Context: an optimization exercise on an open-source flow, tuned for small area, a short achievable clock period and few clock cycles per item. The choices shown serve that exercise and are no tape-out recipe.
RTL that was checked went through simulation tests only; none was proved equivalent to the original.
The RTL of runs 1 to 4 was laid out without a check of its function.

[design.v]
module div_unit (
    input  wire        clk,
    input  wire        rst,
    input  wire        start,
    input  wire [1:0]  op,       
    input  wire [63:0] a,        
    input  wire [63:0] b,        
    output wire        ready,
    output reg         done,
    output wire [63:0] quot,
    output wire [63:0] rem
);
    localparam S_IDLE = 3'd0, S_SIZE = 3'd1, S_ALIGN = 3'd2, S_ITER = 3'd3,
               S_FIX = 3'd4;
    reg [2:0]   state;
    reg [5:0]   count;           
    reg [64:0]  r;               
    reg [63:0]  z;               
    reg [63:0]  zm;              
    reg [64:0]  y;               
    reg         cin;             
    reg         g;               
    reg         first;           
    reg         an, bn;          
    reg         b0;              
    reg         imm;             
    reg         ovf32;           
    reg         dneg;            
    reg         qneg;            
    reg [6:0]   ma, mb;          
    wire last = (count == 6'd0);
    assign ready = (state == S_IDLE) | (state == S_FIX) | ((state == S_SIZE) & imm);
    assign quot  = z;
    assign rem   = r[63:0];
    wire        t_sgn = ~op[0];
    wire        t_w32 = op[1];
    wire [63:0] a_x  = t_w32 ? {{32{t_sgn & a[31]}}, a[31:0]} : a;
    wire [63:0] b_x  = t_w32 ? {{32{t_sgn & b[31]}}, b[31:0]} : b;
    wire        an_t = t_sgn & a_x[63];
    wire        bn_t = t_sgn & b_x[63];
    wire [63:0] s_t  = an_t ? {~a_x[62:0], 1'b1} : a_x;
    wire [63:0] u_t  = bn_t ? ~b_x : b_x;
    wire [3:0]  ga, gb;
    genvar gi;
    generate for (gi = 0; gi < 4; gi = gi + 1) begin : grp
        assign ga[gi] = |s_t[16*gi+15:16*gi];
        assign gb[gi] = |u_t[16*gi+15:16*gi];
    end endgenerate
    wire        b0_t  = ~|b_x;
    wire        imm_t = b0_t | (gb[3] & ~ga[3]) |
                        (gb[2] & ~|ga[3:2]) | (gb[1] & ~|ga[3:1]);
    wire        ovf_t = t_w32 & t_sgn & (a_x[31:0] == 32'h80000000) &
                        (b_x[31:0] == 32'hFFFFFFFF);
    function [6:0] msb7;
        input [63:0] v;
        reg [31:0] v5; reg [15:0] v4; reg [7:0] v3; reg [3:0] v2; reg [1:0] v1;
        begin
            msb7[6] = ~|v;
            msb7[5] = |v[63:32];
            v5 = msb7[5] ? v[63:32] : v[31:0];
            msb7[4] = |v5[31:16];
            v4 = msb7[4] ? v5[31:16] : v5[15:0];
            msb7[3] = |v4[15:8];
            v3 = msb7[3] ? v4[15:8] : v4[7:0];
            msb7[2] = |v3[7:4];
            v2 = msb7[2] ? v3[7:4] : v3[3:0];
            msb7[1] = |v2[3:2];
            v1 = msb7[1] ? v2[3:2] : v2[1:0];
            msb7[0] = v1[1];
            if (msb7[6]) msb7[5:0] = 6'h3f;
        end
    endfunction
    wire [64:0] a_h  = an ? {2'b11, ~zm[63:1]} : {1'b0, zm};
    wire [7:0]  k    = {ma[6], ma} - {mb[6], mb};
    wire [5:0]  ks   = k[5:0] | {6{k[6]}};
    wire [64:0] ush  = {1'b0, y[63:0]} << ks;
    wire [64:0] msk  = ~({65{1'b1}} << ks);
    wire [64:0] bsh  = ush | (msk & {65{bn}});
    wire        sub  = (an == bn);            
    wire [64:0] yo   = g ? y : ~y;
    wire        co   = g ? cin : ~cin;
    wire [65:0] tc   = {r, 1'b1} + {yo, co};     
    wire [64:0] t    = tc[65:1];
    wire        t0   = ((r ^ yo) == {r[63:0] | yo[63:0], co});
    wire        tg   = dneg ? (t[64] | t0) : ~t[64];
    always @(posedge clk) begin
        if (rst) begin
            state <= S_IDLE;
            done  <= 1'b0;
        end else begin
            done <= 1'b0;
            case (state)
                S_SIZE: begin
                    if (imm) begin
                        done  <= 1'b1;
                        state <= start ? S_SIZE : S_IDLE;
                    end else begin
                        state <= S_ALIGN;
                    end
                end
                S_ALIGN: begin
                    if (k[7]) begin
                        done  <= 1'b1;
                        state <= S_IDLE;
                    end else begin
                        state <= S_ITER;
                    end
                end
                S_ITER: if (last) state <= S_FIX;
                S_FIX: begin
                    done  <= 1'b1;
                    state <= start ? S_SIZE : S_IDLE;
                end
                default: if (start) state <= S_SIZE;
            endcase
        end
    end
    always @(posedge clk) begin
        if (ready) begin
            zm    <= s_t;
            y     <= {1'b0, u_t};
            an    <= an_t;
            bn    <= bn_t;
            b0    <= b0_t;
            imm   <= imm_t;
            ovf32 <= ovf_t;
        end
        case (state)
            S_SIZE: begin
                r  <= a_h;
                z  <= {64{b0}};
                ma <= msb7(zm);
                mb <= msb7(y[63:0]);
            end
            S_ALIGN: begin
                zm    <= 64'hFFFFFFFFFFFFFFFF;
                y     <= (sub ^ bn) ? ~bsh : bsh;
                cin   <= sub;
                g     <= 1'b1;
                first <= 1'b1;
                dneg  <= an;
                qneg  <= (an ^ bn) | ovf32;
                count <= ks;
            end
            S_ITER: begin
                r     <= t;
                g     <= tg;
                first <= 1'b0;
                if (!first) begin
                    z  <= (g & qneg) ? {zm[62:0], 1'b1} : {z[62:0], g};
                    zm <= {zm[62:0], ~g};
                end
                if (!last) begin
                    y     <= {y[64], y[64:1]};
                    count <= count - 6'd1;
                end
            end
            S_FIX: begin
                if (!g) r <= t;
                z <= (g & qneg) ? {zm[62:0], 1'b1} : {z[62:0], g};
            end
            default: ;
        endcase
    end
endmodule
[run.sh]
#!/bin/bash
# synth_recipe.tcl (not shown) runs the flow's synth.tcl, then flattens the netlist and writes it again
# the make line also repeats each setting of config.mk as NAME=value (left out here)
make -C /OpenROAD-flow-scripts/flow DESIGN_CONFIG=/design/flow/config.mk WORK_HOME=/design/flow/orfs CLKGATE_MAP_FILE= SYNTH_SCRIPT=/design/flow/synth_recipe.tcl finish
[config.mk]
export PLATFORM = sky130hd
export DESIGN_NAME = div_unit
export DESIGN_NICKNAME = div_unit
export VERILOG_FILES = /design/flow/design.v
export SDC_FILE = /design/flow/constraint.sdc
export NUM_CORES = 4
export LEC_CHECK = 0
export CAP_MARGIN = 20
export CORE_MARGIN = 2
export CORE_UTILIZATION = 40
export SETUP_SLACK_MARGIN = 5
export SLEW_MARGIN = 20
[constraint.sdc]
create_clock -name core_clock -period 10.0 [get_ports {clk}]
set_input_delay 2.0000 -clock core_clock [delete_from_list [all_inputs] [get_ports {clk}]]
set_output_delay 2.0000 -clock core_clock [all_outputs]
set_load 0.01 [all_outputs]
==> results of run 1 <==
what timing repair did:
| item | in CTS | in global routing |
|---|---|---|
| setup endpoints to repair | 25 | 37 |
| setup buffers | 0 | 2 |
| gates resized for setup | 10 | 14 |
| pin swaps | 0 | 1 |
| cloned | 0 | 0 |
final timing paths:
path,from,endpoint,slack [ps],cells after the start
min reg2reg,ovf32,qneg,500,1
max,mb[0],y[64],5080,14
min,ovf32,qneg,500,1
max reg2reg,mb[0],y[64],5080,14
logic make-up after synthesis:
kind of cell               Yosys count  synth area share [%]
xor gates and xnor gates           272                  8.17
adders and majority gates          138                  5.97
AOI/OAI and AO/OA                 1180                  25.8
DFF                                292                  25.5
muxes                              204                  7.06
and+or+nand+nor                   1195                  18.2
buffers and inverters              626                  9.30
flip-flops by register name (all words and copies together), names as in the netlist, 3 cells and up:
register	flops
z	64
ma	7
r	65
mb	7
state	3
count	6
y	65
zm	64
cell type report:
class | instances | area share (%)
multi-input cells | 2989 | 57.5
repair buffers | 355 | 10.1
clock buffers | 62 | 3.87
inverters | 193 | 2.18
flip-flops and latches | 292 | 22.3
well taps | 959 | 3.59
diodes | 3 | 0.0225
clock inverters | 14 | 0.434
placed cells by master (no fill, tap or decap), drive strengths merged, types with 22 or more instances in the layout:
cell and n:
o22ai 27, edfxtp 160, nor4 60, clkbuf 64
clkdlybuf4s50 261, nor3 79, nand4 56, ha 136
a211oi 105, xor2 72, a21o 49, dfxtp 132
mux2i 191, o211ai 100, a31oi 103, nor2 281
xnor2 200, a21oi 300, o21ai 293, inv 194
nand2 542, nand3 55, a221oi 22, buf 92
a211o 32
through the flow:
stage / cells / utilization, %
3_5_place_dp: 4785 / 43.8
6_report: 4867 / 46.0
3_3_place_gp: 4785 / 43.8
2_1_floorplan: 3907 / -
4_1_cts: 4861 / 45.9
5_1_grt: 4864 / 46.0
metal layers:
metal / routed length (µm) / part of all wire (%) / vias to the layer above / track usage [%]
met5: 28 / 0.021 / - / 0
met4: 6910 / 5.1 / 4 / 15.6
met3: 16600 / 12 / 352 / 8.78
met2: 55900 / 41 / 1956 / 49.9
met1: 56200 / 41 / 14700 / 48.4
li1: - / - / 13900 / -
==> results.sh, run 1 <==
export IMPL_max_cap_violations=0
export IMPL_cp_common_cell="mux2i_1"
export IMPL_tns_ps=0
export IMPL_ys_warn_count=1
export IMPL_vias_per_cell=6.34
export IMPL_port_buffers=262
export IMPL_grt_pass1_wl_um=194000
export IMPL_yosysTopAreaCell="edfxtp_1"
export IMPL_critPathBufInv=1
export IMPL_drc=0
export IMPL_initial_core_util_pct=40.2
export IMPL_cts_path_max_buffers=3
export IMPL_synth_commonest_cells="541 x nand2_1, 299 x a21oi_1, 294 x clkbuf_1"
export IMPL_synth_cell_types=90
export IMPL_rsz0062_at_grt="false"
export IMPL_fin_ws_ps=5080
export IMPL_clock_sinks=292
export IMPL_tritoncts="built"
export IMPL_antenna_found_initial=7
export IMPL_areaGrowthSynthToFinish_pct=14.5
export IMPL_finalCritPeriodShare_pct=49.2
export IMPL_totalWireLength_um=136000
export IMPL_status="finished clean"
export IMPL_vias=30900
export IMPL_htreeDepth=2
export IMPL_hold_viol_final=0
export IMPL_post_drt_wl_per_cell_um=27.9
export IMPL_crit_required_ps=10300
export IMPL_final_cell_area_um2=33400
export IMPL_grt_max_degree=103
export IMPL_grt_ovfl_total=0
export IMPL_ant_nets=0
export IMPL_gp_congestion=1.10
export IMPL_cpMaxStageDelayCell="fa_2"
export IMPL_timing_hold_ws_ps=504
export IMPL_die_w_um=274
export IMPL_root_buffer="clkbuf_16"
export IMPL_drt_pre_antenna_iters=9
export IMPL_critPathArrivalTime_ps=5220
export IMPL_synth_cells=3907
export IMPL_synth_async_reset_ratio_pct=0
export IMPL_io_pins=263
export IMPL_synthMostInstantiatedCell="nand2_1"
export IMPL_num_nets_final=4143
export IMPL_crit_path_end_kind="register"
export IMPL_design_core_area_um2=72600
export IMPL_synth_area_leaders="edfxtp_1 16%, dfxtp_1 9.1%, nand2_1 7.0%"
export IMPL_multi_input_area_um2=19200
export IMPL_crit_chain="ha_1, fa_2, or4b_2, nand3_1, a211oi_4, clkbuf_8, mux2i_1, mux2i_1, mux2i_1, a22oi_1, o211ai_1, a21oi_1, xor2_1, o22ai_1"
export IMPL_avgSynthCellArea_um2=7.47
export IMPL_slew_viol_final=0
export IMPL_num_fill_cells=7346
export IMPL_cp_top_family="multiplexers"
export IMPL_synth_seq_cells=292
export IMPL_hp_class="reg2reg"
export IMPL_dp_slack_ps=4630
export IMPL_slowest_delay_ps=730
export IMPL_postPlaceCellArea_um2=31800
export IMPL_drt_iter0_drc=4391
export IMPL_setup_viol=0
export IMPL_regArea_um2=7450
export IMPL_clk_latency_ps=620
export IMPL_drive_above_1_share_pct=5.84
export IMPL_grt_total_usage_pct=34.7
export IMPL_crit_type="reg2reg"
export IMPL_fin_worst_skew_ps=54.7
export IMPL_maxSlewHeadroom_pct=23.9
export IMPL_dieArea_um2=75100
export IMPL_dieHeight_um=274
export IMPL_row_count=99
export IMPL_synth_edf_count=160
export IMPL_netlist_area_um2=29200
export IMPL_numCtsBuffers=41
export IMPL_cts_hold_buf=0
export IMPL_clkTransAtPathRegs_ps=60
export IMPL_synth_fp_nets=4178
export IMPL_fmax_mhz=203
export IMPL_worstSetupStartpointType="register"
export IMPL_synth_flop_cell="edfxtp_1"
export IMPL_tightestPinTransition_ps=1130
export IMPL_grt_pass1_vias=27800
export IMPL_yosysTopAreaCellShare_pct=16.5
export IMPL_period_needed_ps=4920
export IMPL_hpwl_um=101000
export IMPL_ys_seq_area_share_pct=25.5
export IMPL_path_max_fanout=74
==> inputs of run 2 (changes only) <==
--- a/config.mk
+++ b/config.mk
@@ -8,5 +8,5 @@
 export CAP_MARGIN = 20
 export CORE_MARGIN = 2
 export CORE_UTILIZATION = 40
-export SETUP_SLACK_MARGIN = 5
+export SETUP_SLACK_MARGIN = 2
 export SLEW_MARGIN = 20
==> run 2 against run 1 <==
Compared with the run above: highest routed layer unchanged; register-to-register slack got worse by 900 ps; critical path depth fell by 2; utilization fell by 0.34 points; still clean on timing, DRC and antenna; non-clock buffer count fell by 2; critical path type unchanged; sequential cell count did not move; area after synthesis did not move.
==> results.sh, run 2 <==
export IMPL_status="finished clean"
export IMPL_cp_common_cell="mux2i_1"
export IMPL_areaGrowthSynthToFinish_pct=13.7
export IMPL_grt_total_usage_pct=35.7
export IMPL_period_needed_ps=5820
export IMPL_post_drt_wl_per_cell_um=28.6
export IMPL_dp_slack_ps=4350
export IMPL_synthMuxAreaShare_pct=7.06
export IMPL_drt_iter0_drc=4464
export IMPL_row_count=99
export IMPL_fin_ws_ps=4180
export IMPL_reg2reg_to="y[48]"
export IMPL_design_core_area_um2=72600
export IMPL_yosysTopAreaCellShare_pct=16.5
export IMPL_numCtsBuffers=39
export IMPL_clkTransAtPathRegs_ps=60
export IMPL_crit_required_ps=10470
export IMPL_fmax_mhz=172
export IMPL_met2_length_um=57700
export IMPL_tritoncts="built"
export IMPL_synth_area_leaders="edfxtp_1 16%, dfxtp_1 9.1%, nand2_1 7.0%"
export IMPL_synthXorXnorAreaFrac_pct=8.17
export IMPL_synth_seq_cells=292
export IMPL_vias=30800
export IMPL_worstSetupStartpointType="register"
export IMPL_utilization_pct=45.7
export IMPL_dr_max_layer_used="met5"
export IMPL_synth_async_reset_ratio_pct=0
export IMPL_grt_pass1_vias=27900
export IMPL_synth_cell_types=90
export IMPL_cp_top_family="compound AO/OA/AOI/OAI gates"
export IMPL_num_nets_final=4139
export IMPL_final_common_cell="nand2_1"
export IMPL_grt_ovfl_total=0
export IMPL_finalCritPeriodShare_pct=58.2
export IMPL_yosysTopAreaCell="edfxtp_1"
export IMPL_layout_common_cells="539 x nand2_1, 298 x a21oi_1, 275 x nor2_1, 275 x o21ai_0, 261 x clkdlybuf4s50_1"
export IMPL_port_buffers=262
export IMPL_path_max_fanout=67
export IMPL_cts_hold_buf=0
export IMPL_hp_class="reg2reg"
export IMPL_netlist_area_um2=29200
export IMPL_cts_path_max_buffers=3
export IMPL_tightestPinTransition_ps=1050
export IMPL_hold_viol_final=0
export IMPL_critPathBufInv=1
export IMPL_cpMaxStageDelayCell="a2111oi_0"
export IMPL_maxSlewHeadroom_pct=28.4
export IMPL_critical_path_depth=12
export IMPL_max_cap_violations=0
export IMPL_dp_cells=4785
export IMPL_slowest_delay_ps=940
export IMPL_tns_ps=0
export IMPL_yosys_area_share_adder_pct=5.97
export IMPL_ys_warn_count=1
export IMPL_synth_compound_area_share_pct=25.8
export IMPL_synth_edf_count=160
export IMPL_drt_pre_antenna_iters=6
export IMPL_crit_start="mb[0]"
export IMPL_io_pins=263
export IMPL_final_cell_area_um2=33200
export IMPL_dieHeight_um=274
export IMPL_endpoint="y[48]"
export IMPL_timing_hold_ws_ps=573
export IMPL_die_w_um=274
export IMPL_crit_type="reg2reg"
export IMPL_cts_resized=0
export IMPL_initial_core_util_pct=40.2
export IMPL_grt_max_degree=137
export IMPL_wl_met1_um=58100
export IMPL_post_cts_setup_buffer_count=0
export IMPL_slew_viol_final=0
export IMPL_hpwl_um=103000
export IMPL_drc=0
export IMPL_synth_cells=3907
export IMPL_fin_worst_skew_ps=46.8
export IMPL_setup_viol=0
export IMPL_rsz0062_at_grt="false"
export IMPL_synth_commonest_cells="541 x nand2_1, 299 x a21oi_1, 294 x clkbuf_1"
export IMPL_met3_length_um=17000
export IMPL_synth_flop_cell="edfxtp_1"
export IMPL_crit_chain="ha_1, fa_1, nand2b_2, a21o_1, a211oi_4, buf_4, mux2i_1, mux2i_1, o21ai_1, a2111oi_0, nor3_1, a211o_1"
export IMPL_dieArea_um2=75100
export IMPL_clock_sinks=292
export IMPL_synthSimpleGateAreaFrac_pct=18.2
export IMPL_postPlaceCellArea_um2=31800
export IMPL_regToRegStartpoint="mb[0]"
export IMPL_ys_seq_area_share_pct=25.5
export IMPL_ant_nets=0
export IMPL_htreeDepth=2
export IMPL_reg_top3="r (65), y (65)"
export IMPL_synthMostInstantiatedCell="nand2_1"
export IMPL_instances_no_fill=4862
export IMPL_avgSynthCellArea_um2=7.47
export IMPL_gp_congestion=1.04
export IMPL_num_fill_cells=7345
export IMPL_clk_latency_ps=620
export IMPL_antenna_found_initial=6
export IMPL_grt_pass1_wl_um=198000
export IMPL_r2r_setup_slack_ps=4180
export IMPL_r2r_cells=12
export IMPL_root_buffer="clkbuf_16"
export IMPL_critPathArrivalTime_ps=6300
export IMPL_synth_fp_nets=4178
export IMPL_synth_top_family_by_area="compound AO/OA/AOI/OAI gates"
export IMPL_vias_per_cell=6.34
export IMPL_crit_path_end_kind="register"
export IMPL_drive_above_1_share_pct=5.44
export IMPL_totalWireLength_um=139000
run 2: changes by cell type in the layout (fill, tap and decap cells not counted), moves of 2 or more:
cell       delta
clkbuf_16     -8
a221oi_1      +2
a221oi_2      -2
buf_4         +2
clkinv_1      +2
clkinv_4      -2
diode_2       +2
nand2_1       +2
nand2_2       -2
nor2_1        +2
nor2_2        -2
run 2: metal layers:
layer | vias to the layer above | global-route usage [%]
met4 | 6 | 13.0
met1 | 14700 | 49.3
met5 | - | 0.642
met2 | 1884 | 52.0
li1 | 13800 | -
met3 | 355 | 10.7
run 2: worst min-delay path by stage:
stage / cells after the start / startpoint / slack (ps) / end
2_1_floorplan: 0 / an / 420 / dneg
3_3_place_gp: 1 / ovf32 / 540 / qneg
3_5_place_dp: 1 / ovf32 / 550 / qneg
4_1_cts: 1 / ovf32 / 560 / qneg
5_1_grt: 1 / ovf32 / 580 / qneg
6_report: 1 / ovf32 / 570 / qneg
run 2: logic make-up (layout without fill, tap and decap cells):
family                   count (synthesis)  in the layout
AND/OR/NAND/NOR                       1195           1195
AO/OA/AOI/OAI                         1180           1180
buffers and inverters                  626            617
flip-flops                             292            292
XOR/XNOR                               272            272
multiplexers                           204            204
adder cells (fa/ha/maj)                138            138
other                                    0              5
run 2: layout make-up:
cell class              count  area, µm²  share of cell area (%)
clock inverters            14        151                   0.457
well taps                 959       1200                    3.62
flip-flops and latches    292       7450                    22.5
clock buffers              57       1130                    3.42
inverters                 193        726                    2.19
diodes                      5       12.5                  0.0377
multi-input cells        2989      19200                    57.8
repair buffers            353       3330                    10.0
==> inputs of run 3 (changes only) <==
--- a/design.v
+++ b/design.v
@@ -28,6 +28,7 @@
     reg         dneg;            
     reg         qneg;            
     reg [6:0]   ma, mb;          
+    reg         ahi;             
     wire last = (count == 6'd0);
     assign ready = (state == S_IDLE) | (state == S_FIX) | ((state == S_SIZE) & imm);
     assign quot  = z;
@@ -40,15 +41,17 @@
     wire        bn_t = t_sgn & b_x[63];
     wire [63:0] s_t  = an_t ? {~a_x[62:0], 1'b1} : a_x;
     wire [63:0] u_t  = bn_t ? ~b_x : b_x;
-    wire [3:0]  ga, gb;
+    wire [7:0]  ga, gb;
     genvar gi;
-    generate for (gi = 0; gi < 4; gi = gi + 1) begin : grp
-        assign ga[gi] = |s_t[16*gi+15:16*gi];
-        assign gb[gi] = |u_t[16*gi+15:16*gi];
+    generate for (gi = 0; gi < 8; gi = gi + 1) begin : grp
+        assign ga[gi] = |s_t[8*gi+7:8*gi];
+        assign gb[gi] = |u_t[8*gi+7:8*gi];
     end endgenerate
+    wire [7:0]  gsa   = ga | {1'b0, ga[7:1]} | {2'b0, ga[7:2]} | {3'b0, ga[7:3]} |
+                        {4'b0, ga[7:4]} | {5'b0, ga[7:5]} | {6'b0, ga[7:6]} |
+                        {7'b0, ga[7]};
     wire        b0_t  = ~|b_x;
-    wire        imm_t = b0_t | (gb[3] & ~ga[3]) |
-                        (gb[2] & ~|ga[3:2]) | (gb[1] & ~|ga[3:1]);
+    wire        imm_t = b0_t | |(gb & ~gsa);
     wire        ovf_t = t_w32 & t_sgn & (a_x[31:0] == 32'h80000000) &
                         (b_x[31:0] == 32'hFFFFFFFF);
     function [6:0] msb7;
@@ -71,7 +74,7 @@
         end
     endfunction
     wire [64:0] a_h  = an ? {2'b11, ~zm[63:1]} : {1'b0, zm};
-    wire [7:0]  k    = {ma[6], ma} - {mb[6], mb};
+    wire [7:0]  k    = {ma[6], ma} + ~{mb[6], mb} + {7'd0, ~ahi};
     wire [5:0]  ks   = k[5:0] | {6{k[6]}};
     wire [64:0] ush  = {1'b0, y[63:0]} << ks;
     wire [64:0] msk  = ~({65{1'b1}} << ks);
@@ -130,6 +133,7 @@
                 r  <= a_h;
                 z  <= {64{b0}};
                 ma <= msb7(zm);
+                ahi <= an & |(zm[63:1] & ~zm[62:0]);
                 mb <= msb7(y[63:0]);
             end
             S_ALIGN: begin
--- a/config.mk
+++ b/config.mk
@@ -8,5 +8,5 @@
 export CAP_MARGIN = 20
 export CORE_MARGIN = 2
 export CORE_UTILIZATION = 40
-export SETUP_SLACK_MARGIN = 2
+export SETUP_SLACK_MARGIN = 5
 export SLEW_MARGIN = 20
==> run 3 against run 2 <==
Compared with the run above: count of clock-buffer cells in the layout down 2; final area up 2.7%; non-clock buffer count down 16; largest cell class unchanged; routed wire length down 1.3%; first-iteration DRC count down 2.1%; via count up 3.9%; setup slack better by 900 ps; synthesized cell count up 3.9%; global-route usage down 1.9 points; fmax up 18%; area after synthesis up 4.0%; still clean.
==> results.sh, run 3 <==
export IMPL_design_core_area_um2=74800
export IMPL_synth_fp_nets=4332
export IMPL_areaGrowthSynthToFinish_pct=12.2
export IMPL_crit_path_end_kind="register"
export IMPL_grt_pass1_vias=29300
export IMPL_synth_async_reset_ratio_pct=0
export IMPL_critPathBufInv=4
export IMPL_port_buffers=262
export IMPL_dieArea_um2=78100
export IMPL_critPathArrivalTime_ps=5220
export IMPL_synth_commonest_cells="459 x nand2_1, 390 x a21oi_1, 324 x clkbuf_1"
export IMPL_regToRegStartpoint="ma[0]"
export IMPL_dp_slack_ps=4470
export IMPL_cts_hold_buf=0
export IMPL_initial_core_util_pct=40.5
export IMPL_cp_common_cell="buf_12"
export IMPL_io_pins=263
export IMPL_yosysTopAreaCell="edfxtp_1"
export IMPL_slowest_delay_ps=430
export IMPL_grt_ovfl_total=0
export IMPL_hp_class="reg2reg"
export IMPL_row_count=100
export IMPL_multi_input_area_um2=20200
export IMPL_post_drt_wl_per_cell_um=27.7
export IMPL_fin_worst_skew_ps=32.0
export IMPL_clkTransAtPathRegs_ps=60
export IMPL_avgSynthCellArea_um2=7.47
export IMPL_final_common_cell="nand2_1"
export IMPL_yosysTopAreaCellShare_pct=15.9
export IMPL_cts_path_max_buffers=3
export IMPL_worstHoldStart="ovf32"
export IMPL_dieHeight_um=279
export IMPL_crit_required_ps=10300
export IMPL_totalWireLength_um=137000
export IMPL_synthMostInstantiatedCell="nand2_1"
export IMPL_drc=0
export IMPL_drt_pre_antenna_iters=7
export IMPL_hold_viol_final=0
export IMPL_die_w_um=279
export IMPL_crit_type="reg2reg"
export IMPL_grt_max_degree=107
export IMPL_regArea_um2=7480
export IMPL_grt_pass1_wl_um=199000
export IMPL_period_needed_ps=4920
export IMPL_synth_area_leaders="edfxtp_1 16%, dfxtp_1 8.7%, mux2i_1 6.7%"
export IMPL_vias=32000
export IMPL_grt_total_usage_pct=33.8
export IMPL_crit_chain="fa_2, inv_1, fa_1, buf_4, or4b_4, nand3_2, a211oi_4, buf_12, buf_12, mux2i_2, mux2i_1, a22oi_1, o21ai_0, mux2_2, o21ai_1, xnor2_1, o22ai_1"
export IMPL_setup_viol=0
export IMPL_vias_per_cell=6.46
export IMPL_ys_warn_count=1
export IMPL_synth_edf_count=161
export IMPL_tns_ps=0
export IMPL_reg2reg_to="y[64]"
export IMPL_fmax_mhz=203
export IMPL_antenna_found_initial=3
export IMPL_tritoncts="built"
export IMPL_r2r_setup_slack_ps=5080
export IMPL_drive_above_1_share_pct=5.64
export IMPL_path_max_fanout=37
export IMPL_ys_seq_area_share_pct=24.6
export IMPL_htreeDepth=2
export IMPL_min_path_cells=1
export IMPL_ant_nets=0
export IMPL_num_nets_final=4229
export IMPL_max_cap_violations=0
export IMPL_numCtsBuffers=39
export IMPL_hpwl_um=102000
export IMPL_cp_top_family="multiplexers"
export IMPL_synth_cell_types=99
export IMPL_rsz0062_at_grt="true"
export IMPL_reg_top3="r (65), y (65)"
export IMPL_antenna_cells=0
export IMPL_synth_cells=4061
export IMPL_netlist_area_um2=30300
export IMPL_fin_ws_ps=5080
export IMPL_slew_viol_final=0
export IMPL_gp_congestion=1.03
export IMPL_num_fill_cells=7607
export IMPL_worstSetupStartpointType="register"
export IMPL_clk_latency_ps=600
export IMPL_r2r_cells=17
export IMPL_finalCritPeriodShare_pct=49.2
export IMPL_maxSlewHeadroom_pct=19.1
export IMPL_drt_iter0_drc=4372
export IMPL_layout_common_cells="455 x nand2_1, 385 x a21oi_1, 287 x o21ai_0"
export IMPL_cpMaxStageDelayCell="mux2i_2"
export IMPL_status="finished clean"
export IMPL_synth_flop_cell="edfxtp_1"
export IMPL_synth_seq_cells=293
export IMPL_clock_sinks=293
export IMPL_root_buffer="clkbuf_16"
export IMPL_min_to="qneg"
export IMPL_tightestPinTransition_ps=1200
[run 3: per-stage QoR]
| step | cells | cell area (µm²) | hold WS (ps) | util (%) |
|---|---|---|---|---|
| global route | 4958 | 34100 | 547 | 45.5 |
| CTS | 4955 | 34000 | 522 | 45.4 |
| global placement | 4882 | 32600 | 505 | 43.6 |
| detailed placement | 4882 | 32600 | 507 | 43.6 |
| finish | 4958 | 34100 | 522 | 45.5 |
| floorplan | 4061 | 30300 | 424 | - |
[run 3: layout make-up]
type | count | area share, %
Multi-Input combinational cell | 3098 | 59.2
Sequential cell | 293 | 22.0
Timing Repair Buffer | 337 | 9.55
Tap cell | 969 | 3.56
Clock buffer | 55 | 3.19
Inverter | 189 | 2.08
Clock inverter | 17 | 0.467
[run 3: worst reg2reg max path: stages (launching register included)]
cell and delay [ps]:
edfxtp_1 400, fa_2 420, inv_1 80, fa_1 410, buf_4 240, or4b_4 250, nand3_2 80, a211oi_4 210
buf_12 270, buf_12 320, mux2i_2 440, mux2i_1 240, a22oi_1 290, o21ai_0 210, mux2_2 350, o21ai_1 180
xnor2_1 160, o22ai_1 110
[run 3: worst max path at each step]
stage | cells past startpoint | end | from | slack (ps)
2_1_floorplan | 4 | r[0] | g | 5490
3_3_place_gp | 12 | imm | op[0] | 4510
3_5_place_dp | 12 | imm | op[0] | 4470
4_1_cts | 15 | y[14] | mb[0] | 5020
5_1_grt | 17 | y[55] | ma[0] | 4980
6_report | 17 | y[64] | ma[0] | 5080
[run 3: kinds of logic after synthesis]
logic type | Yosys count | share of synthesized area (%)
XOR/XNOR | 287 | 8.29
flip-flops | 293 | 24.6
AO/OA/AOI/OAI | 1345 | 27.8
adder cells (fa/ha/maj) | 138 | 5.77
multiplexers | 223 | 7.55
AND/OR/NAND/NOR | 1105 | 16.4
buffers and inverters | 670 | 9.61
[run 3: per-layer routing]
layer	wire length, µm	part of all wire (%)	track usage, %
met4	7580	5.5	16.4
met3	16700	12	8.26
met2	55500	40	48.0
met5	126	0.092	0.813
met1	57200	42	47.4
[run 3: what timing repair did]
| item | 4_1_cts | 5_1_grt |
|---|---|---|
| resized for setup | 13 | 19 |
| setup endpoints to repair | 71 | 49 |
| setup buffers | 1 | 1 |
==> inputs of run 4 (changes only) <==
==> flow/run.sh (new file) <==
#!/bin/bash
bash standard.sh SETUP_SLACK_MARGIN=6 finish > standard.log 2>&1
==> standard.sh (new file) <==
#!/bin/bash
# synth_recipe.tcl (not shown) runs the flow's synth.tcl, then flattens the netlist and writes it again
# the make line also repeats each setting of config.mk as NAME=value (left out here)
make -C /OpenROAD-flow-scripts/flow DESIGN_CONFIG=/design/flow/config.mk WORK_HOME=/design/flow/orfs CLKGATE_MAP_FILE= SYNTH_SCRIPT=/design/flow/synth_recipe.tcl "${@:-finish}"
removed: run.sh
==> run 4 against run 3 <==
Compared with the run above: setup slack improved by 600 ps; via count rose by 3.5%; routed wire length rose by 7.3%; area after synthesis did not move; critical path depth rose by 1; non-clock buffer count rose by 119; sequential share of layout area fell by 2.5 points; final cell count rose by 2.5%; utilization rose by 5.9 points; critical path type unchanged; highest routed layer unchanged.
==> results.sh, run 4 <==
export IMPL_netlist_area_um2=30300
export IMPL_synth_cell_types=99
export IMPL_synthMostInstantiatedCell="nand2_1"
export IMPL_slew_viol_final=0
export IMPL_vias_per_cell=6.52
export IMPL_clk_latency_ps=610
export IMPL_final_cell_area_um2=38500
export IMPL_setup_viol=0
export IMPL_grt_pass1_vias=30000
export IMPL_grtUsageMet2_pct=51.6
export IMPL_synth_area_leaders="edfxtp_1 16%, dfxtp_1 8.7%, mux2i_1 6.7%"
export IMPL_cts_path_max_buffers=3
export IMPL_yosysTopAreaCell="edfxtp_1"
export IMPL_areaGrowthSynthToFinish_pct=26.9
export IMPL_synth_seq_cells=293
export IMPL_r2r_cells=18
export IMPL_max_cap_violations=0
export IMPL_hold_viol_final=0
export IMPL_fmax_mhz=232
export IMPL_port_buffers=262
export IMPL_synth_async_reset_ratio_pct=0
export IMPL_antenna_found_initial=6
export IMPL_min_to="qneg"
export IMPL_drc=0
export IMPL_synth_commonest_cells="459 x nand2_1, 390 x a21oi_1, 324 x clkbuf_1"
export IMPL_drt_pre_antenna_iters=9
export IMPL_grt_ovfl_total=0
export IMPL_die_w_um=279
export IMPL_grt_pass1_wl_um=209000
export IMPL_initial_core_util_pct=40.5
export IMPL_r2r_setup_slack_ps=5680
export IMPL_grt_max_degree=107
export IMPL_final_common_cell="nand2_1"
export IMPL_path_max_fanout=10
export IMPL_period_needed_ps=4320
export IMPL_regToRegStartpoint="ma[0]"
export IMPL_grt_total_usage_pct=35.7
export IMPL_worstSetupStartpointType="register"
export IMPL_num_fill_cells=7222
export IMPL_tns_ps=0
export IMPL_post_drt_wl_per_cell_um=28.9
export IMPL_layout_common_cells="442 x nand2_1, 348 x a21oi_1, 269 x nor2_1"
export IMPL_fin_worst_skew_ps=31.7
export IMPL_synth_edf_count=161
export IMPL_avgSynthCellArea_um2=7.47
export IMPL_vias=33200
export IMPL_met3_usage_pct=8.44
export IMPL_num_nets_final=4353
export IMPL_postPlaceCellArea_um2=32700
export IMPL_reg_top3="r (65), y (65)"
export IMPL_crit_required_ps=10450
export IMPL_clock_sinks=293
export IMPL_dieArea_um2=78100
export IMPL_numCtsBuffers=39
export IMPL_grtUsageMet1_pct=49.8
export IMPL_totalWireLength_um=147000
export IMPL_hpwl_um=104000
export IMPL_synth_flop_cell="edfxtp_1"
export IMPL_row_count=100
export IMPL_critPathArrivalTime_ps=4770
export IMPL_drive_above_1_share_pct=17.4
export IMPL_maxSlewHeadroom_pct=24.0
export IMPL_clkTransAtPathRegs_ps=70
export IMPL_tightestPinTransition_ps=1140
export IMPL_top_usage_layer="met2"
export IMPL_status="finished clean"
export IMPL_reg2reg_to="y[33]"
export IMPL_tritoncts="built"
export IMPL_crit_type="reg2reg"
export IMPL_dieHeight_um=279
export IMPL_design_core_area_um2=74800
export IMPL_ant_nets=0
export IMPL_min_path_cells=1
export IMPL_crit_path_end_kind="register"
export IMPL_htreeDepth=2
export IMPL_drt_iter0_drc=4584
export IMPL_gp_congestion=1.02
export IMPL_rsz0062_at_grt="true"
export IMPL_worstHoldStart="ovf32"
export IMPL_crit_start="ma[0]"
export IMPL_synth_fp_nets=4332
export IMPL_ys_warn_count=1
export IMPL_synth_cells=4061
export IMPL_ys_seq_area_share_pct=24.6
export IMPL_hp_class="reg2reg"
export IMPL_yosysTopAreaCellShare_pct=15.9
export IMPL_io_pins=263
export IMPL_root_buffer="clkbuf_16"
export IMPL_finalCritPeriodShare_pct=43.2
==> run 4: cell type report <==
| type | instances | area (µm²) | share of cell area, % |
|---|---|---|---|
| timing repair buffer | 456 | 4640 | 12.0 |
| sequential | 293 | 7490 | 19.4 |
| inverter | 189 | 709 | 1.84 |
| clock buffer | 50 | 1070 | 2.77 |
| clock inverter | 22 | 315 | 0.819 |
| tap | 969 | 1210 | 3.15 |
| antenna | 1 | 2.50 | 0.00650 |
| multi-input combinational | 3103 | 23100 | 59.9 |
==> run 4: routing by layer <==
layer,up-vias,part of all wire (%)
li1,14700,-
met1,15900,41
met2,2228,41
met3,410,12
met4,8,5.7
met5,-,0.097
==> run 4: repair_timing <==
item / in CTS / in global routing
hold buffers: 0 / 0
cloned: 15 / 5
setup buffers: 59 / 40
endpoints found under the setup margin: 163 / 87
gates resized for setup: 423 / 212
pin swaps: 64 / 84
==> run 4: kinds of logic (layout without fill, tap and decap cells) <==
family                   after synthesis  after routing  share of synthesized area, %
buffers and inverters                670            717                          9.61
adder cells (fa/ha/maj)              138            138                          5.77
multiplexers                         223            223                          7.55
other                                  0              1                             0
AND/OR/NAND/NOR                     1105           1107                          16.4
XOR/XNOR                             287            287                          8.29
AO/OA/AOI/OAI                       1345           1348                          27.8
flip-flops                           293            293                          24.6
==> run 4: worst max-delay path by stage <==
| stage | end | slack, ps | depth (start not counted) |
|---|---|---|---|
| floorplan | r[59] | 6010 | 18 |
| global placement | imm | 4410 | 12 |
| detailed placement | imm | 4400 | 11 |
| CTS | y[59] | 5780 | 20 |
| global route | y[52] | 5590 | 19 |
| finish | y[33] | 5680 | 18 |
==> run 4: stage by stage <==
stage / worst slack, ps / std cells / hold WS [ps] / util, %
after floorplan: 6010 / 4061 / 424 / -
after global placement: 4410 / 4889 / 507 / 43.7
after detailed placement: 4400 / 4890 / 524 / 43.7
after CTS: 5780 / 5036 / 501 / 49.4
after global routing: 5590 / 5083 / 510 / 51.4
final: 5680 / 5083 / 520 / 51.4
==> run 4: critical path: stages (launching register included) <==
cell and delay (ps):
edfxtp_1 400, fa_2 410, inv_2 70, fa_2 440
buf_12 150, buf_6 110, nand3_4 80, a211oi_4 70
a211oi_4 250, buf_8 210, buf_16 180, a211oi_2 80
nor2_1 510, mux2_2 300, o211ai_1 100, a21boi_2 210
mux2i_4 260, xor2_2 250, o21ai_1 80
==> inputs of run 5 (changes only) <==
--- a/design.v
+++ b/design.v
@@ -27,8 +27,7 @@
     reg         ovf32;           
     reg         dneg;            
     reg         qneg;            
-    reg [6:0]   ma, mb;          
-    reg         ahi;             
+    reg [7:0]   k;               
     wire last = (count == 6'd0);
     assign ready = (state == S_IDLE) | (state == S_FIX) | ((state == S_SIZE) & imm);
     assign quot  = z;
@@ -74,7 +73,9 @@
         end
     endfunction
     wire [64:0] a_h  = an ? {2'b11, ~zm[63:1]} : {1'b0, zm};
-    wire [7:0]  k    = {ma[6], ma} + ~{mb[6], mb} + {7'd0, ~ahi};
+    wire [6:0]  ma   = msb7(zm);
+    wire [6:0]  mb   = msb7(y[63:0]);
+    wire        ahi  = an & |(zm[63:1] & ~zm[62:0]);
     wire [5:0]  ks   = k[5:0] | {6{k[6]}};
     wire [64:0] ush  = {1'b0, y[63:0]} << ks;
     wire [64:0] msk  = ~({65{1'b1}} << ks);
@@ -132,9 +133,7 @@
             S_SIZE: begin
                 r  <= a_h;
                 z  <= {64{b0}};
-                ma <= msb7(zm);
-                ahi <= an & |(zm[63:1] & ~zm[62:0]);
-                mb <= msb7(y[63:0]);
+                k  <= {ma[6], ma} + ~{mb[6], mb} + {7'd0, ~ahi};
             end
             S_ALIGN: begin
                 zm    <= 64'hFFFFFFFFFFFFFFFF;
==> run.sh (new file) <==
#!/bin/bash
# synth_recipe.tcl (not shown) runs the flow's synth.tcl, then flattens the netlist and writes it again
# the make line also repeats each setting of config.mk as NAME=value (left out here)
make -C /OpenROAD-flow-scripts/flow DESIGN_CONFIG=/design/flow/config.mk WORK_HOME=/design/flow/orfs CLKGATE_MAP_FILE= SYNTH_SCRIPT=/design/flow/synth_recipe.tcl finish
--- a/config.mk
+++ b/config.mk
@@ -5,6 +5,7 @@
 export SDC_FILE = /design/flow/constraint.sdc
 export NUM_CORES = 4
 export LEC_CHECK = 0
+export ABC_AREA = 1
 export CAP_MARGIN = 20
 export CORE_MARGIN = 2
 export CORE_UTILIZATION = 40
removed: flow/run.sh
removed: standard.sh
==> run 5 against run 4 <==
Compared with the run above: still clean; clock skew shrank 15 ps; routed wire length grew 5.4%; global-route usage grew 2.2 points.
==> results.sh, run 5 <==
export IMPL_status="finished clean"
export IMPL_root_buffer="clkbuf_16"
export IMPL_timing_hold_ws_ps=498
export IMPL_critPathArrivalTime_ps=5160
export IMPL_r2r_cells=30
export IMPL_grt_pass1_wl_um=219000
export IMPL_top_usage_layer="met2"
export IMPL_vias=35000
export IMPL_port_buffers=262
export IMPL_yosys_area_share_adder_pct=5.69
export IMPL_numCtsBuffers=38
export IMPL_synth_edf_count=154
export IMPL_cts_path_max_buffers=3
export IMPL_grt_ovfl_total=0
export IMPL_met3_usage_pct=9.24
export IMPL_synth_top_family_by_area="simple AND/OR/NAND/NOR gates"
export IMPL_synth_area_leaders="nand2_1 16%, edfxtp_1 15%, o21ai_0 10%"
export IMPL_synth_async_reset_ratio_pct=0
export IMPL_clkTransAtPathRegs_ps=60
export IMPL_tns_ps=0
export IMPL_synth_cells=4944
export IMPL_maxSlewHeadroom_pct=21.3
export IMPL_cts_hold_buf=0
export IMPL_synth_flop_cell="edfxtp_1"
export IMPL_instances_no_fill=6014
export IMPL_hp_class="reg2reg"
export IMPL_cpMaxStageDelayCell="clkdlybuf4s50_1"
export IMPL_clk_latency_ps=600
export IMPL_crit_required_ps=10340
export IMPL_utilization_pct=46.0
export IMPL_finalCritPeriodShare_pct=48.2
export IMPL_drc=0
export IMPL_period_needed_ps=4820
export IMPL_min_path_cells=2
export IMPL_drt_iter0_drc=5147
export IMPL_initial_core_util_pct=40.4
export IMPL_synth_compound_area_share_pct=22.3
export IMPL_io_pins=263
export IMPL_grt_max_degree=120
export IMPL_avgSynthCellArea_um2=6.22
export IMPL_ant_nets=0
export IMPL_dieHeight_um=281
export IMPL_synth_cell_types=66
export IMPL_hold_viol_final=0
export IMPL_max_cap_violations=0
export IMPL_synth_seq_cells=286
export IMPL_gp_congestion=1.08
export IMPL_die_w_um=281
export IMPL_tritoncts="built"
export IMPL_worstSetupStartpointType="primary input"
export IMPL_grt_total_usage_pct=38.0
export IMPL_final_common_cell="nand2_1"
export IMPL_drt_pre_antenna_iters=6
export IMPL_synth_fp_nets=5215
export IMPL_synthMostInstantiatedCell="nand2_1"
export IMPL_drive_above_1_share_pct=5.24
export IMPL_slew_viol_final=0
export IMPL_synthMuxAreaShare_pct=0.260
export IMPL_areaGrowthSynthToFinish_pct=13.9
export IMPL_vias_per_cell=5.83
export IMPL_dieArea_um2=79100
export IMPL_fmax_mhz=208
export IMPL_rsz0062_at_grt="true"
export IMPL_dp_cells=5929
export IMPL_slowest_delay_ps=540
export IMPL_critical_path_depth=11
export IMPL_r2r_setup_slack_ps=5210
export IMPL_grt_pass1_vias=31500
export IMPL_cp_top_family="simple AND/OR/NAND/NOR gates"
export IMPL_ys_seq_area_share_pct=23.6
export IMPL_yosysTopAreaCellShare_pct=15.5
export IMPL_synth_commonest_cells="1,270 x nand2_1, 633 x o21ai_0, 587 x inv_1"
export IMPL_path_max_fanout=32
export IMPL_design_core_area_um2=76100
export IMPL_crit_path_end_kind="register"
export IMPL_layout_common_cells="1,265 x nand2_1, 632 x o21ai_0, 579 x inv_1"
export IMPL_setup_viol=0
export IMPL_grtUsageMet1_pct=53.9
export IMPL_reg_top3="r (65), y (65)"
export IMPL_synthSimpleGateAreaFrac_pct=28.7
export IMPL_tightestPinTransition_ps=1170
export IMPL_ys_warn_count=1
export IMPL_yosysTopAreaCell="nand2_1"
export IMPL_fin_worst_skew_ps=17.0
export IMPL_hpwl_um=121000
export IMPL_grtUsageMet2_pct=55.4
export IMPL_num_nets_final=5224
export IMPL_totalWireLength_um=155000
export IMPL_crit_type="in2reg"
export IMPL_row_count=101
export IMPL_synthXorXnorAreaFrac_pct=6.38
export IMPL_htreeDepth=2
export IMPL_antenna_found_initial=4
export IMPL_crit_chain="clkdlybuf4s50_1, clkinv_2, a21oi_4, nor2_1, nand2_8, xor2_1, nor4_1, a21oi_1, a31o_2, a221oi_1, nand3b_1"
export IMPL_critPathBufInv=2
export IMPL_clock_sinks=286
export IMPL_post_drt_wl_per_cell_um=25.8
export IMPL_netlist_area_um2=30700
-- run 5: cell types whose count changed in the layout (fill, tap and decap cells not counted), moves of 104 or more --
| cell | delta |
|---|---|
| a22oi_1 | -113 |
| a21oi_1 | -133 |
| xor2_1 | +120 |
| o21ai_0 | +373 |
| nor2_1 | +209 |
| nand2_1 | +823 |
| xnor2_1 | -139 |
| mux2i_1 | -104 |
| inv_1 | +399 |
-- run 5: path summary, 6_finish.rpt --
path | startpoint | endpoint
setup / recovery | op[0] | imm
hold / removal | state[2] | state[2]
setup reg to reg | zm[62] | k[6]
hold reg to reg | state[2] | state[2]
-- run 5: worst min-delay path: cells and delay by family (launching register included) --
family / cells / cell delay, ps
AOI/OAI and AO/OA: 1 / 50
and+or+nand+nor: 1 / 70
DFF: 1 / 330
-- run 5: routing by layer --
| layer | vias up | wire length (µm) |
|---|---|---|
| li1 | 16300 | - |
| met1 | 16400 | 65700 |
| met2 | 2122 | 64200 |
| met3 | 268 | 19000 |
| met4 | 2 | 6140 |
| met5 | - | 13 |
-- run 5: layout make-up --
type	instances	area, µm²
diodes	1	2.50
repair inverters	2	12.5
repair buffers	335	3210
well taps	1030	1290
multi-input cells	3689	19700
clock inverters	15	158
inverters	601	2290
clock buffers	55	1120
fillers	8192	41000
flip-flops and latches	286	7270
-- run 5: logic make-up after synthesis --
| group | Yosys count |
|---|---|
| adder cells (fa/ha/maj) | 138 |
| XOR/XNOR | 224 |
| AO/OA/AOI/OAI | 1186 |
| buffers and inverters | 973 |
| multiplexers | 8 |
| flip-flops | 286 |
| AND/OR/NAND/NOR | 2129 |
-- run 5: timing repair --
| item | 4_1_cts | 5_1_grt |
|---|---|---|
| buffers inserted | 2 | 6 |
| pin swaps | 1 | 4 |
| cloned | 2 | 4 |
| setup endpoints to repair | 35 | 12 |
| resized for setup | 10 | 25 |
-- run 5: per-stage QoR --
stage | setup slack [ps] | instance area (µm²)
global route | 4930 | 35000
finish | 5180 | 35000
detailed placement | 2950 | 33500
CTS | 5000 | 34800
global placement | 2880 | 33500
floorplan | 5620 | 30700
Testbench counts of run 5, summed over its fixed seeds: cycles 231,199, ops 24,000.
==> inputs of run 6 (changes only) <==
==> flow/run.sh (new file) <==
#!/bin/bash
bash standard.sh SETUP_SLACK_MARGIN=6 finish > standard.log 2>&1
==> standard.sh (new file) <==
#!/bin/bash
# synth_recipe.tcl (not shown) runs the flow's synth.tcl, then flattens the netlist and writes it again
# the make line also repeats each setting of config.mk as NAME=value (left out here)
make -C /OpenROAD-flow-scripts/flow DESIGN_CONFIG=/design/flow/config.mk WORK_HOME=/design/flow/orfs CLKGATE_MAP_FILE= SYNTH_SCRIPT=/design/flow/synth_recipe.tcl "${@:-finish}"
--- a/config.mk
+++ b/config.mk
@@ -5,7 +5,6 @@
 export SDC_FILE = /design/flow/constraint.sdc
 export NUM_CORES = 4
 export LEC_CHECK = 0
-export ABC_AREA = 1
 export CAP_MARGIN = 20
 export CORE_MARGIN = 2
 export CORE_UTILIZATION = 40
removed: run.sh
==> run 6 against run 5 <==
Compared with the run above: register-to-register slack improved by 320 ps; critical path depth rose by 9; final area rose by 1.6%; sequential share of layout area fell by 0.24 points; critical path type is now reg2reg; highest routed layer unchanged.
==> results.sh, run 6 <==
export IMPL_vias_per_cell=6.35
export IMPL_timing_hold_ws_ps=523
export IMPL_synthMuxAreaShare_pct=8.76
export IMPL_initial_core_util_pct=40.3
export IMPL_ant_nets=0
export IMPL_crit_required_ps=10350
export IMPL_final_common_cell="nand2_1"
export IMPL_setup_viol=0
export IMPL_tns_ps=0
export IMPL_synthMostInstantiatedCell="nand2_1"
export IMPL_dieHeight_um=275
export IMPL_fmax_mhz=224
export IMPL_synth_compound_area_share_pct=24.4
export IMPL_clock_sinks=286
export IMPL_maxSlewHeadroom_pct=26.5
export IMPL_tritoncts="built"
export IMPL_yosysTopAreaCell="edfxtp_1"
export IMPL_hpwl_um=99000
export IMPL_grt_max_degree=192
export IMPL_hp_class="reg2reg"
export IMPL_r2r_setup_slack_ps=5530
export IMPL_num_fill_cells=7106
export IMPL_synth_edf_count=154
export IMPL_synthSimpleGateAreaFrac_pct=17.6
export IMPL_reg_top3="r (65), y (65)"
export IMPL_design_core_area_um2=72700
export IMPL_synth_flop_cell="edfxtp_1"
export IMPL_final_cell_area_um2=35600
export IMPL_numCtsBuffers=39
export IMPL_drive_above_1_share_pct=12.5
export IMPL_layout_common_cells="517 x nand2_1, 302 x o21ai_0, 292 x nor2_1"
export IMPL_synth_cells=3963
export IMPL_rsz0062_at_grt="true"
export IMPL_path_max_fanout=8
export IMPL_max_cap_violations=0
export IMPL_synth_area_leaders="edfxtp_1 16%, dfxtp_1 9.0%, mux2i_1 8.3%"
export IMPL_synthXorXnorAreaFrac_pct=8.93
export IMPL_yosys_area_share_adder_pct=5.97
export IMPL_clk_latency_ps=600
export IMPL_vias=31400
export IMPL_multi_input_area_um2=21000
export IMPL_synth_fp_nets=4234
export IMPL_grt_pass1_wl_um=198000
export IMPL_status="finished clean"
export IMPL_finalCritPeriodShare_pct=44.7
export IMPL_netlist_area_um2=29300
export IMPL_grt_pass1_vias=28600
export IMPL_cts_path_max_buffers=3
export IMPL_htreeDepth=2
export IMPL_num_nets_final=4214
export IMPL_drt_pre_antenna_iters=6
export IMPL_areaGrowthSynthToFinish_pct=21.4
export IMPL_ys_warn_count=1
export IMPL_crit_path_end_kind="register"
export IMPL_ys_seq_area_share_pct=24.8
export IMPL_row_count=99
export IMPL_synth_async_reset_ratio_pct=0
export IMPL_reg2reg_to="k[6]"
export IMPL_port_buffers=262
export IMPL_cts_hold_buf=0
export IMPL_post_drt_wl_per_cell_um=28.2
export IMPL_io_pins=263
export IMPL_synth_seq_cells=286
export IMPL_tightestPinTransition_ps=1100
export IMPL_synth_commonest_cells="522 x nand2_1, 328 x clkbuf_1, 318 x o21ai_0"
export IMPL_endpoint="k[6]"
export IMPL_clkTransAtPathRegs_ps=60
export IMPL_gp_congestion=1.03
export IMPL_grt_ovfl_total=0
export IMPL_avgSynthCellArea_um2=7.40
export IMPL_period_needed_ps=4470
export IMPL_worstSetupStartpointType="register"
export IMPL_fin_worst_skew_ps=16.0
export IMPL_crit_start="zm[36]"
export IMPL_synth_cell_types=80
export IMPL_synth_top_family_by_area="compound AO/OA/AOI/OAI gates"
export IMPL_regToRegStartpoint="zm[36]"
export IMPL_regArea_um2=7310
export IMPL_slew_viol_final=0
export IMPL_die_w_um=275
export IMPL_drc=0
export IMPL_crit_type="reg2reg"
export IMPL_postPlaceCellArea_um2=31700
export IMPL_dieArea_um2=75500
export IMPL_antenna_found_initial=6
export IMPL_totalWireLength_um=139000
export IMPL_hold_viol_final=0
export IMPL_r2r_cells=20
export IMPL_yosysTopAreaCellShare_pct=15.8
export IMPL_drt_iter0_drc=4145
export IMPL_critPathArrivalTime_ps=4820
export IMPL_grt_total_usage_pct=35.4
export IMPL_root_buffer="clkbuf_16"
-- run 6: cells by family after synthesis --
| group | count (synthesis) |
|---|---|
| AO/OA/AOI/OAI | 1159 |
| buffers and inverters | 661 |
| multiplexers | 252 |
| AND/OR/NAND/NOR | 1168 |
| adder cells (fa/ha/maj) | 138 |
| XOR/XNOR | 299 |
| flip-flops | 286 |
-- run 6: timing repair --
action	CTS	global route
gates cloned	8	2
setup endpoints to repair	151	132
gates resized for setup	201	162
setup buffers	26	49
pin swaps	32	51
-- run 6: cell type report --
type	instances	share of cell area, %
Clock inverter	21	0.791
Multi-Input combinational cell	3020	59.0
Sequential cell	286	20.5
Inverter	183	1.93
Tap cell	959	3.37
Clock buffer	51	2.95
Timing Repair Buffer	413	11.4
Antenna cell	2	0.0141
-- run 6: critical path: stages, from the launching register on --
cell,delay [ps]
dfxtp_4,410
or4_4,550
or3_4,410
or3_4,400
o21ai_4,180
a2111oi_4,100
and4_1,250
o211a_4,250
o21ai_2,50
o211ai_1,100
nand2_1,80
o211ai_1,140
fa_2,380
inv_2,70
fa_2,200
inv_2,40
a21oi_2,100
o21bai_1,80
a21o_1,190
a21oi_2,120
xnor2_1,80
-- run 6: per-stage QoR --
stage / setup WS [ps] / std cells / utilization (%)
finish: 5530 / 4935 / 48.9
global route: 5400 / 4933 / 48.9
CTS: 5600 / 4881 / 47.1
detailed placement: 4250 / 4775 / 43.6
global placement: 4270 / 4775 / 43.6
floorplan: 5830 / 3963 / -
-- run 6: routing by layer --
layer  up-vias  GRT usage (%)  wire, µm  part of all wire, %
met3       448           9.80     17100                   12
met2      2049           52.5     59100                   42
met5         -              0        30                0.022
met4         4           18.9      8820                  6.3
li1      14000              -         -                    -
met1     14900           46.5     54200                   39
-- run 6: worst min path at each step --
stage / start / end / slack (ps) / cells after the start
2_1_floorplan: an / dneg / 420 / 0
3_3_place_gp: ovf32 / qneg / 490 / 1
3_5_place_dp: ovf32 / qneg / 500 / 1
4_1_cts: ovf32 / qneg / 530 / 1
5_1_grt: ovf32 / qneg / 540 / 1
6_report: ovf32 / qneg / 520 / 1
==> inputs of run 7 (changes only) <==
==> flow/run.sh (replaced) <==
#!/bin/bash
bash standard.sh SETUP_SLACK_MARGIN=6.5 finish > standard.log 2>&1
==> run 7 against run 6 <==
Compared with the run above: still clean on timing, DRC and antenna; utilization rose by 3.5 points; sequential share of layout area fell by 1.4 points; first-iteration DRC count rose by 12%; via count rose by 4.0%; global-route usage rose by 1.3 points; die area did not move; area after synthesis did not move; critical endpoint unchanged; register-to-register slack improved by 90 ps; non-clock buffer count rose by 154; routed wire length rose by 4.2%.
==> results.sh, run 7 <==
export IMPL_tns_ps=0
export IMPL_grt_ovfl_total=0
export IMPL_synth_async_reset_ratio_pct=0
export IMPL_synth_commonest_cells="522 x nand2_1, 328 x clkbuf_1, 318 x o21ai_0"
export IMPL_synth_cells=3963
export IMPL_antenna_found_initial=4
export IMPL_htreeDepth=2
export IMPL_crit_path_end_kind="register"
export IMPL_initial_core_util_pct=40.3
export IMPL_die_w_um=275
export IMPL_grt_pass1_wl_um=206000
export IMPL_row_count=99
export IMPL_critPathArrivalTime_ps=4690
export IMPL_num_nets_final=4370
export IMPL_post_drt_wl_per_cell_um=28.5
export IMPL_synthMostInstantiatedCell="nand2_1"
export IMPL_synth_flop_cell="edfxtp_1"
export IMPL_setup_viol=0
export IMPL_clkTransAtPathRegs_ps=60
export IMPL_netlist_area_um2=29300
export IMPL_status="finished clean"
export IMPL_cts_hold_buf=0
export IMPL_grt_max_degree=191
export IMPL_period_needed_ps=4380
export IMPL_r2r_setup_slack_ps=5620
export IMPL_areaGrowthSynthToFinish_pct=30.1
export IMPL_cts_path_max_buffers=3
export IMPL_design_core_area_um2=72700
export IMPL_reg_top3="r (65), y (65)"
export IMPL_reg2reg_to="k[6]"
export IMPL_drive_above_1_share_pct=20.0
export IMPL_hpwl_um=99400
export IMPL_hold_viol_final=0
export IMPL_clk_latency_ps=600
export IMPL_gp_congestion=1.03
export IMPL_layout_common_cells="507 x nand2_1, 277 x nor2_1, 263 x o21ai_0"
export IMPL_rsz0062_at_grt="true"
export IMPL_yosysTopAreaCellShare_pct=15.8
export IMPL_synth_cell_types=80
export IMPL_slew_viol_final=0
export IMPL_maxSlewHeadroom_pct=26.5
export IMPL_dieHeight_um=275
export IMPL_tightestPinTransition_ps=1100
export IMPL_final_common_cell="nand2_1"
export IMPL_crit_start="zm[36]"
export IMPL_max_cap_violations=0
export IMPL_tritoncts="built"
export IMPL_crit_type="reg2reg"
export IMPL_clock_sinks=286
export IMPL_regToRegStartpoint="zm[36]"
export IMPL_yosysTopAreaCell="edfxtp_1"
export IMPL_root_buffer="clkbuf_16"
export IMPL_drt_iter0_drc=4653
export IMPL_r2r_cells=19
export IMPL_synth_edf_count=154
export IMPL_dieArea_um2=75500
export IMPL_vias=32600
export IMPL_crit_required_ps=10310
export IMPL_synth_area_leaders="edfxtp_1 16%, dfxtp_1 9.0%, mux2i_1 8.3%"
export IMPL_io_pins=263
export IMPL_ys_seq_area_share_pct=24.8
export IMPL_worstSetupStartpointType="register"
export IMPL_timing_hold_ws_ps=519
export IMPL_hp_class="reg2reg"
export IMPL_grt_pass1_vias=30000
export IMPL_path_max_fanout=6
export IMPL_drt_pre_antenna_iters=7
export IMPL_fin_worst_skew_ps=55.7
export IMPL_ant_nets=0
export IMPL_totalWireLength_um=145000
export IMPL_worstHoldStart="state[2]"
export IMPL_synth_seq_cells=286
export IMPL_grt_total_usage_pct=36.7
export IMPL_numCtsBuffers=37
export IMPL_vias_per_cell=6.41
export IMPL_ys_warn_count=1
export IMPL_min_path_cells=2
export IMPL_drc=0
export IMPL_synth_fp_nets=4234
export IMPL_fmax_mhz=228
export IMPL_port_buffers=262
export IMPL_avgSynthCellArea_um2=7.40
export IMPL_min_to="state[2]"
export IMPL_finalCritPeriodShare_pct=43.8
==> run 7: changes by cell type in the layout (fill, tap and decap cells not counted), moves of 19 or more <==
cell	change
a21oi_2	+19
xnor2_1	-19
buf_4	+103
a21oi_1	-31
clkdlybuf4s50_1	-165
dlygate4sd2_1	+159
o21ai_1	+22
o21ai_0	-39
buf_6	+38
==> run 7: worst max path at each step <==
stage	to	slack [ps]	cells past startpoint
detailed placement	imm	4700	9
floorplan	k[6]	5830	22
CTS	k[6]	5670	21
finish	k[6]	5620	19
global placement	imm	4740	9
global route	k[6]	5480	20
==> run 7: timing repair <==
item / in CTS / in global routing
hold endpoints to repair: 0 / 0
gates cloned: 16 / 4
gates resized for setup: 612 / 247
pin swaps: 102 / 117
endpoints found under the setup margin: 388 / 111
buffers inserted: 163 / 48
==> run 7: area by class of cell <==
| class | instances | area, µm² |
|---|---|---|
| timing repair inverter | 2 | 13.8 |
| clock buffer | 42 | 945 |
| clock inverter | 26 | 270 |
| multi-input combinational | 3022 | 22300 |
| timing repair buffer | 567 | 5370 |
| fill | 6802 | 34600 |
| inverter | 183 | 704 |
| sequential | 286 | 7310 |
| antenna | 2 | 5.00 |
| tap | 959 | 1200 |
==> run 7: critical path, stage by stage (launching register included) <==
cell and delay (ps):
dfxtp_2 320, buf_8 130, or4_4 530, or3_4 380, nor2_4 140, a211oi_4 120
a2111oi_4 410, and4_1 260, o211a_4 200, a21oi_1 70, o211ai_1 270, fa_2 280
inv_2 40, fa_2 350, inv_2 60, a21oi_2 40, o21bai_1 180, a21o_1 150
a21oi_2 50, xnor2_1 110
==> run 7: logic make-up after synthesis <==
group,Yosys count,synth area share [%]
simple gates,1168,17.6
compound gates,1159,24.4
fa+ha+maj,138,5.97
flops,286,24.8
buf+inv,661,9.55
mux,252,8.76
xor+xnor,299,8.93
==> run 7: stage by stage <==
stage          area [µm²]  util (%)  cells  setup slack, ps
2_1_floorplan       29700         -   3963             5830
4_1_cts             36700      50.4   5034             5670
5_1_grt             38100      52.5   5089             5480
3_3_place_gp        32000      44.0   4787             4740
3_5_place_dp        32000      44.0   4787             4700
6_report            38100      52.5   5089             5620
==> run 7: layer usage <==
layer / GRT usage, % / routed length (µm)
met3: 10.2 / 17700
met1: 48.0 / 56600
met5: 0 / 20
met4: 21.9 / 10800
met2: 53.6 / 60100

what the ideal ports hide:
The flow's constraints put no driver on any port. The routed layouts listed below were extracted and timed again, unchanged, in two steps. Step 1 (the two cells are an assumption about what drives the block):
set clk [get_ports {clk}]
set_driving_cell -lib_cell sky130_fd_sc_hd__clkbuf_16 $clk
set_driving_cell -lib_cell sky130_fd_sc_hd__buf_2 [delete_from_list [all_inputs] $clk]
Step 2 also shifts input and output timing later by t, the mid clock arrival at the registers, as if the neighbouring blocks saw the same clock. a / b / c = ideal / step 1 / step 2; a / b = the first two.
run | shift t [ns] | slack for setup (ns) | worst setup path at the end
run 1 | 0.666 | 5.080 / 5.073 / 4.917 | input to register
run 2 | 0.667 | 4.175 / 4.175 / 4.175 | register to register
run 3 | 0.651 | 5.078 / 5.078 / 4.730 | input to register
run 4 | 0.663 | 5.682 / 5.682 / 5.469 | input to register
run 5 | 0.657 | 5.183 / 5.211 / 4.562 | input to register
run 6 | 0.663 | 5.527 / 5.527 / 5.429 | input to register
run 7 | 0.643 | 5.621 / 5.621 / 5.592 | input to register
After both steps every run listed still meets setup and hold. The setup slack of run 5, which loses most, moves by +0.028 ns with the drivers and by -0.621 ns with both steps.
